Background: an optimization exercise with open tools, aiming at small area. Do not read the settings as production practice.
The RTL was checked by simulation tests, not by an equivalence proof against the original design.
Power and IR drop assume default switching activity.

## run 1
// pdm_cic_bank
module pdm_cic_bank (
    input  wire        clk,
    input  wire        rst,
    input  wire        ratio,       
    input  wire        bit_valid,
    input  wire [15:0] bits,
    output reg         out_valid,
    output wire [3:0]  out_ch,
    output wire [31:0] out_data
);
Size: ~4,100 cells after synthesis, about 51,000 um^2 of cells after synthesis.
export LEC_CHECK = 0
export ABC_AREA = 1
export CAP_MARGIN = 20
export CORE_MARGIN = 2
export CORE_UTILIZATION = 60
export CTS_BUF_LIST = sky130_fd_sc_hd__clkbuf_16
export CTS_CLUSTER_DIAMETER = 100
export CTS_CLUSTER_SIZE = 30
export SLEW_MARGIN = 20
create_clock -name core_clock -period 20.0 [get_ports {clk}]
run.sh (not shown) runs the stock make flow with config.mk's settings and CLKGATE_MAP_FILE= SYNTH_SCRIPT=/design/flow/synth_recipe.tcl, a recipe that flattens the netlist after the stock synthesis.
Changes in run 2 relative to run 1:
- a change of CTS_CLUSTER_DIAMETER from 100 to 80
- a change of CTS_BUF_LIST from sky130_fd_sc_hd__clkbuf_16 to sky130_fd_sc_hd__clkbuf_8
- a change of CTS_CLUSTER_SIZE from 30 to 20
Findings:
Run 2 gives less hold slack than run 1 did. Against run 1, minimum setup slack in the final design in run 2 came out better. Against run 1, run 2 comes in 0.81 points lower on period utilization. Summary of run 2 over run 1: proportion of power drawn by the clock network shows a reduction of 2.4 points, total power consumption of the routed design shows a reduction of 220 uW, setup slack of the worst register-to-register path shows a reduction of 0.02 ns. For the number of nets at the end of the flow, run 2 came in 33 higher than run 1 did.
#### Input delta (run 3 over run 2)
- a deleted CTS_CLUSTER_SIZE that had been 20
- a change of SLEW_MARGIN from 20 to 0
- a deleted CTS_CLUSTER_DIAMETER that had been 80
- a change of CAP_MARGIN from 20 to 0
- a deleted CTS_BUF_LIST that had been sky130_fd_sc_hd__clkbuf_8
==> flow/flow/run.sh (new file) <==
#!/bin/bash
# The standard layout, with smaller port buffers and a clock tree of
# clkbuf_8 leaves without dummy loads.
set -euo pipefail
export BUFFER_PORTS_ARGS="-buffer_cell sky130_fd_sc_hd__buf_1"
export CTS_ARGS="-sink_clustering_enable -repair_clock_nets -sink_clustering_size 20 -sink_clustering_max_diameter 80 -buf_list sky130_fd_sc_hd__clkbuf_8 -dont_use_dummy_load"
bash standard.sh > orfs_make.log 2>&1
==> flow/standard.sh (new file) <==
#!/bin/bash
# synth_recipe.tcl (not shown) runs the flow's synth.tcl, then flattens the netlist and writes it again
# the make line also repeats each setting of config.mk as NAME=value (left out here)
make -C /OpenROAD-flow-scripts/flow DESIGN_CONFIG=/design/flow/config.mk WORK_HOME=/design/flow/orfs CLKGATE_MAP_FILE= SYNTH_SCRIPT=/design/flow/synth_recipe.tcl "${@:-finish}"
removed: flow/run.sh
## What came out
Run 3 and run 2 ended up with nearly the same power density of the placed cells.
Every run in the comparison, run 3 and run 2, completed the flow with a clean layout.
Looking at layout buffer count excluding clock buffers across run 3 and run 2, the one that comes out higher is run 3.
[compare] base=run 2 new=run 3: tightest hold margin saw a decrease; highest ir drop seen on vdd saw a decrease; first-pass GRT wire length saw a decrease; detailed-route wire length on metal 1 saw a decrease.
Compared to run 2, run 3 has core utilization 0.50 points lower.
Measured against each other, run 3 and run 2 differ in flip-flop and latch share of the layout cell area, the lower figure coming from run 2.
Of run 3 and run 2, the higher power belongs to run 2.

## try-pepper
pdm_cic_bank, a different RTL version from the one above (not shown whole).
Size: ~3500 cells after synthesis, roughly 57 I/O pins, ~49000 um^2 of cells after synthesis.
export LEC_CHECK = 0
export ABC_AREA = 1
export CAP_MARGIN = 0
export CORE_MARGIN = 2
export CORE_UTILIZATION = 60
export SLEW_MARGIN = 0
create_clock -name core_clock -period 20.0 [get_ports {clk}]
standard.sh (not shown) runs the stock make flow with config.mk's settings and CLKGATE_MAP_FILE= SYNTH_SCRIPT=/design/flow/synth_recipe.tcl, a recipe that flattens the netlist after the stock synthesis.
==> flow/flow/run.sh <==
#!/bin/bash
# The standard layout, with three changes:
#  - synthesis maps the logic with a stronger ABC area script (flow/abc_area.script);
#    the rest of the standard synthesis (synth_recipe.tcl) is unchanged, so the
#    registers and their names are the standard synthesis's;
#  - port buffers are buf_1;
#  - the clock tree uses clkbuf_4 and clkbuf_8 with sink clusters of at most 12, no dummy loads.
set -euo pipefail
W=$PWD
cat > "$W/area_synth.tcl" <<EOT
# ABC with flow/abc_area.script in place of the ABC_AREA script; everything else
# is synth_recipe.tcl.
proc abc {args} {
  set i [lsearch -exact \$args -script]
  if {\$i >= 0} { lset args [expr {\$i + 1}] $W/flow/abc_area.script }
  yosys abc {*}\$args
}
source $W/synth_recipe.tcl
EOT
export BUFFER_PORTS_ARGS="-buffer_cell sky130_fd_sc_hd__buf_1"
export CTS_ARGS='-sink_clustering_enable -repair_clock_nets -sink_clustering_size 12 -sink_clustering_max_diameter 50 -buf_list {sky130_fd_sc_hd__clkbuf_4 sky130_fd_sc_hd__clkbuf_8} -dont_use_dummy_load'
bash standard.sh SYNTH_SCRIPT="$W/area_synth.tcl" finish > orfs_make.log 2>&1
==> flow/flow/abc_area.script <==
strash
dch -f
map -a -B 0.9
mfs2
strash
dch -f
map -a -B 0.9
mfs2
strash
dch -f
map -a -B 0.9
topo
stime -c
The inputs of try-amber differ from those of try-pepper as listed below.
Settings: changing CORE_UTILIZATION from 60 to 50.
-- flow/flow/run.sh --
<<< try-pepper, line 6
#  - port buffers are buf_1;
#  - the clock tree uses clkbuf_4 and clkbuf_8 with sink clusters of at most 12, no dummy loads.
set -euo pipefail
>>> try-amber, line 6
#  - port buffers are buf_1;
#  - the clock tree uses clkbuf_8 with sink clusters of at most 18, no dummy loads.
set -euo pipefail
<<< try-pepper, line 20
export BUFFER_PORTS_ARGS="-buffer_cell sky130_fd_sc_hd__buf_1"
export CTS_ARGS='-sink_clustering_enable -repair_clock_nets -sink_clustering_size 12 -sink_clustering_max_diameter 50 -buf_list {sky130_fd_sc_hd__clkbuf_4 sky130_fd_sc_hd__clkbuf_8} -dont_use_dummy_load'
bash standard.sh SYNTH_SCRIPT="$W/area_synth.tcl" finish > orfs_make.log 2>&1
>>> try-amber, line 20
export BUFFER_PORTS_ARGS="-buffer_cell sky130_fd_sc_hd__buf_1"
export CTS_ARGS="-sink_clustering_enable -repair_clock_nets -sink_clustering_size 18 -sink_clustering_max_diameter 60 -buf_list sky130_fd_sc_hd__clkbuf_8 -dont_use_dummy_load"
bash standard.sh SYNTH_SCRIPT="$W/area_synth.tcl" finish > orfs_make.log 2>&1
## What came out
- try-pepper ended up with met5 as its top layer used by detailed routing; try-amber ended up with met4.
- Of try-amber and try-pepper, try-amber shows the lower post-detailed-route wirelength per cell, with try-pepper above it.
- Sort try-amber and try-pepper by met2 layer wire length in the routed design, descending, and try-pepper comes first.
- On peak clock frequency supported by timing: try-amber sits above try-pepper.
- try-amber vs try-pepper — power dropped by a few percent
The following lists how try-lagoon was set up differently from try-amber:
Settings: changing CORE_UTILIZATION from 50 to 60.
--- outcome ---
Compared with try-amber, try-lagoon shows switching power summed over all nets higher by 1.6%.
Run comparison: try-lagoon top layer used by detailed routing met5; try-amber top layer used by detailed routing met4
Final-layout clock buffer total in try-lagoon vs try-amber: down 2
try-lagoon ends up with a global routing usage on met1 that is 3.6 points higher than in try-amber.
Compared with try-amber, in try-lagoon placeable core region decreased 17%, transition time of the tightest slew-check pin increased 0.084 ns, summed area of non-filler cells in the final layout now smaller.
Of try-lagoon and try-amber, try-lagoon shows the higher routed wire length, with try-amber below it.
On total track usage, the higher figure sits with try-lagoon, not try-amber.
The share of the core filled with cells in the final layout reported for try-lagoon is greater than that of try-amber by 11 points.
Against try-amber, maximum frequency from static timing analysis in try-lagoon fell by a few percent.

pdm_cic_bank again, from the RTL that the note above started with.
Settings: LEC_CHECK=0, ABC_AREA=1, CAP_MARGIN=20, CORE_MARGIN=2, CORE_UTILIZATION=60, SLEW_MARGIN=20; clock period 20.0 ns.
==> flow/flow/run.sh <==
#!/bin/bash
# The standard layout, with smaller port buffers and a clock tree of
# clkbuf_8 leaves without dummy loads.
set -euo pipefail
export BUFFER_PORTS_ARGS="-buffer_cell sky130_fd_sc_hd__buf_1"
export CTS_ARGS="-sink_clustering_enable -repair_clock_nets -sink_clustering_size 16 -sink_clustering_max_diameter 70 -buf_list sky130_fd_sc_hd__clkbuf_8 -dont_use_dummy_load"
bash standard.sh > orfs_make.log 2>&1
Then changed:
==> flow/flow/run.sh (replaced) <==
#!/bin/bash
# The standard layout, with smaller port buffers and a clock tree of
# clkbuf_8 leaves without dummy loads.
set -euo pipefail
export BUFFER_PORTS_ARGS="-buffer_cell sky130_fd_sc_hd__buf_1"
export CTS_ARGS="-sink_clustering_enable -repair_clock_nets -sink_clustering_size 18 -sink_clustering_max_diameter 60 -buf_list sky130_fd_sc_hd__clkbuf_8 -dont_use_dummy_load"
bash standard.sh > orfs_make.log 2>&1
--- a/flow/config.mk
+++ b/flow/config.mk
@@ -7,6 +7,6 @@
 export LEC_CHECK = 0
 export ABC_AREA = 1
-export CAP_MARGIN = 20
+export CAP_MARGIN = 0
 export CORE_MARGIN = 2
 export CORE_UTILIZATION = 60
-export SLEW_MARGIN = 20
+export SLEW_MARGIN = 0
Result: Combinational power barely changes. Global-route usage went down by 0.39 points. Setup slack degrades by 0.015 ns. Power decreases by 1.7%. Design area is lower by 0.46%. Sequential power is about the same. Core utilization went down by 0.29 points. Maximum frequency barely changes.
Then changed:
==> flow/flow/run.sh (replaced) <==
#!/bin/bash
# The standard layout, with three changes:
#  - synthesis maps the logic with a stronger ABC area script (flow/abc_area.script);
#    the rest of the standard synthesis (synth_recipe.tcl) is unchanged, so the
#    registers and their names are the standard synthesis's;
#  - port buffers are buf_1;
#  - the clock tree uses clkbuf_8 with sink clusters of at most 20, no dummy loads.
set -euo pipefail
W=$PWD
cat > "$W/area_synth.tcl" <<EOT
# ABC with flow/abc_area.script in place of the ABC_AREA script; everything else
# is synth_recipe.tcl.
proc abc {args} {
  set i [lsearch -exact \$args -script]
  if {\$i >= 0} { lset args [expr {\$i + 1}] $W/flow/abc_area.script }
  yosys abc {*}\$args
}
source $W/synth_recipe.tcl
EOT
export BUFFER_PORTS_ARGS="-buffer_cell sky130_fd_sc_hd__buf_1"
export CTS_ARGS="-sink_clustering_enable -repair_clock_nets -sink_clustering_size 20 -sink_clustering_max_diameter 60 -buf_list sky130_fd_sc_hd__clkbuf_8 -dont_use_dummy_load"
bash standard.sh SYNTH_SCRIPT="$W/area_synth.tcl" finish > orfs_make.log 2>&1
==> flow/flow/abc_area.script (new file) <==
strash
dch -f
map -a -B 0.9
mfs2
strash
dch -f
map -a -B 0.9
mfs2
strash
dch -f
map -a -B 0.9
topo
stime -c
After rerunning:
- The changed run ran to the end with no violations
- area after synthesis went down by 2.8%
- cell area shrinks by 1.8%
- global-route usage is higher by 1.3 points
- cell count came out lower by 6.5%
- count of clock-buffer cells in the layout goes down by 12

static timing again, ports no longer ideal:
No port has a modelled driver above. Below, the same layouts with a new extraction and two added sets of constraints.
Step 1, drivers: a clkbuf_16 drives clk and a buf_2 each remaining input, both assumed.
Step 2 moves the port delays by t, midway between the first and last clock arrival at a register: inputs arrive t later, outputs are due t later. That takes back most of the time a late clock gives input paths.
a / b / c = ideal ports / drivers / drivers and shift; a / b = the first two.
| run | shift t [ns] | setup slack, ns | clock arrival spread, ns | worst slew at a driven data input, ns | pins driven straight from the clock port |
|---|---|---|---|---|---|
| run 1 | 0.716 | 6.819 / 6.864 / 6.147 | 0.029 / 0.029 | 0.03 | 1 |
| run 2 | 0.835 | 6.980 / 7.016 / 6.181 | 0.051 / 0.050 | 0.03 | 1 |
| run 3 | 0.803 | 6.983 / 7.023 / 6.220 | 0.100 / 0.100 | 0.03 | 1 |
| try-pepper | 0.875 | 6.613 / 6.664 / 5.789 | 0.117 / 0.117 | 0.11 | 1 |
| try-amber | 0.812 | 6.827 / 6.860 / 6.047 | 0.111 / 0.111 | 0.05 | 1 |
| try-lagoon | 0.778 | 6.490 / 6.538 / 5.759 | 0.181 / 0.181 | 0.12 | 1 |
| the first run of note 3 | 0.873 | 6.450 / 6.476 / 5.602 | 0.075 / 0.075 | 0.04 | 1 |
| the second run of note 3 | 0.805 | 6.435 / 6.462 / 5.657 | 0.142 / 0.143 | 0.04 | 1 |
| the third run of note 3 | 0.802 | 6.570 / 6.614 / 5.812 | 0.114 / 0.114 | 0.12 | 1 |
After both steps setup and hold are still met in every run listed. For the first run of note 3, which loses most, drivers alone change the setup slack by +0.026 ns; drivers and shift together by -0.848 ns.
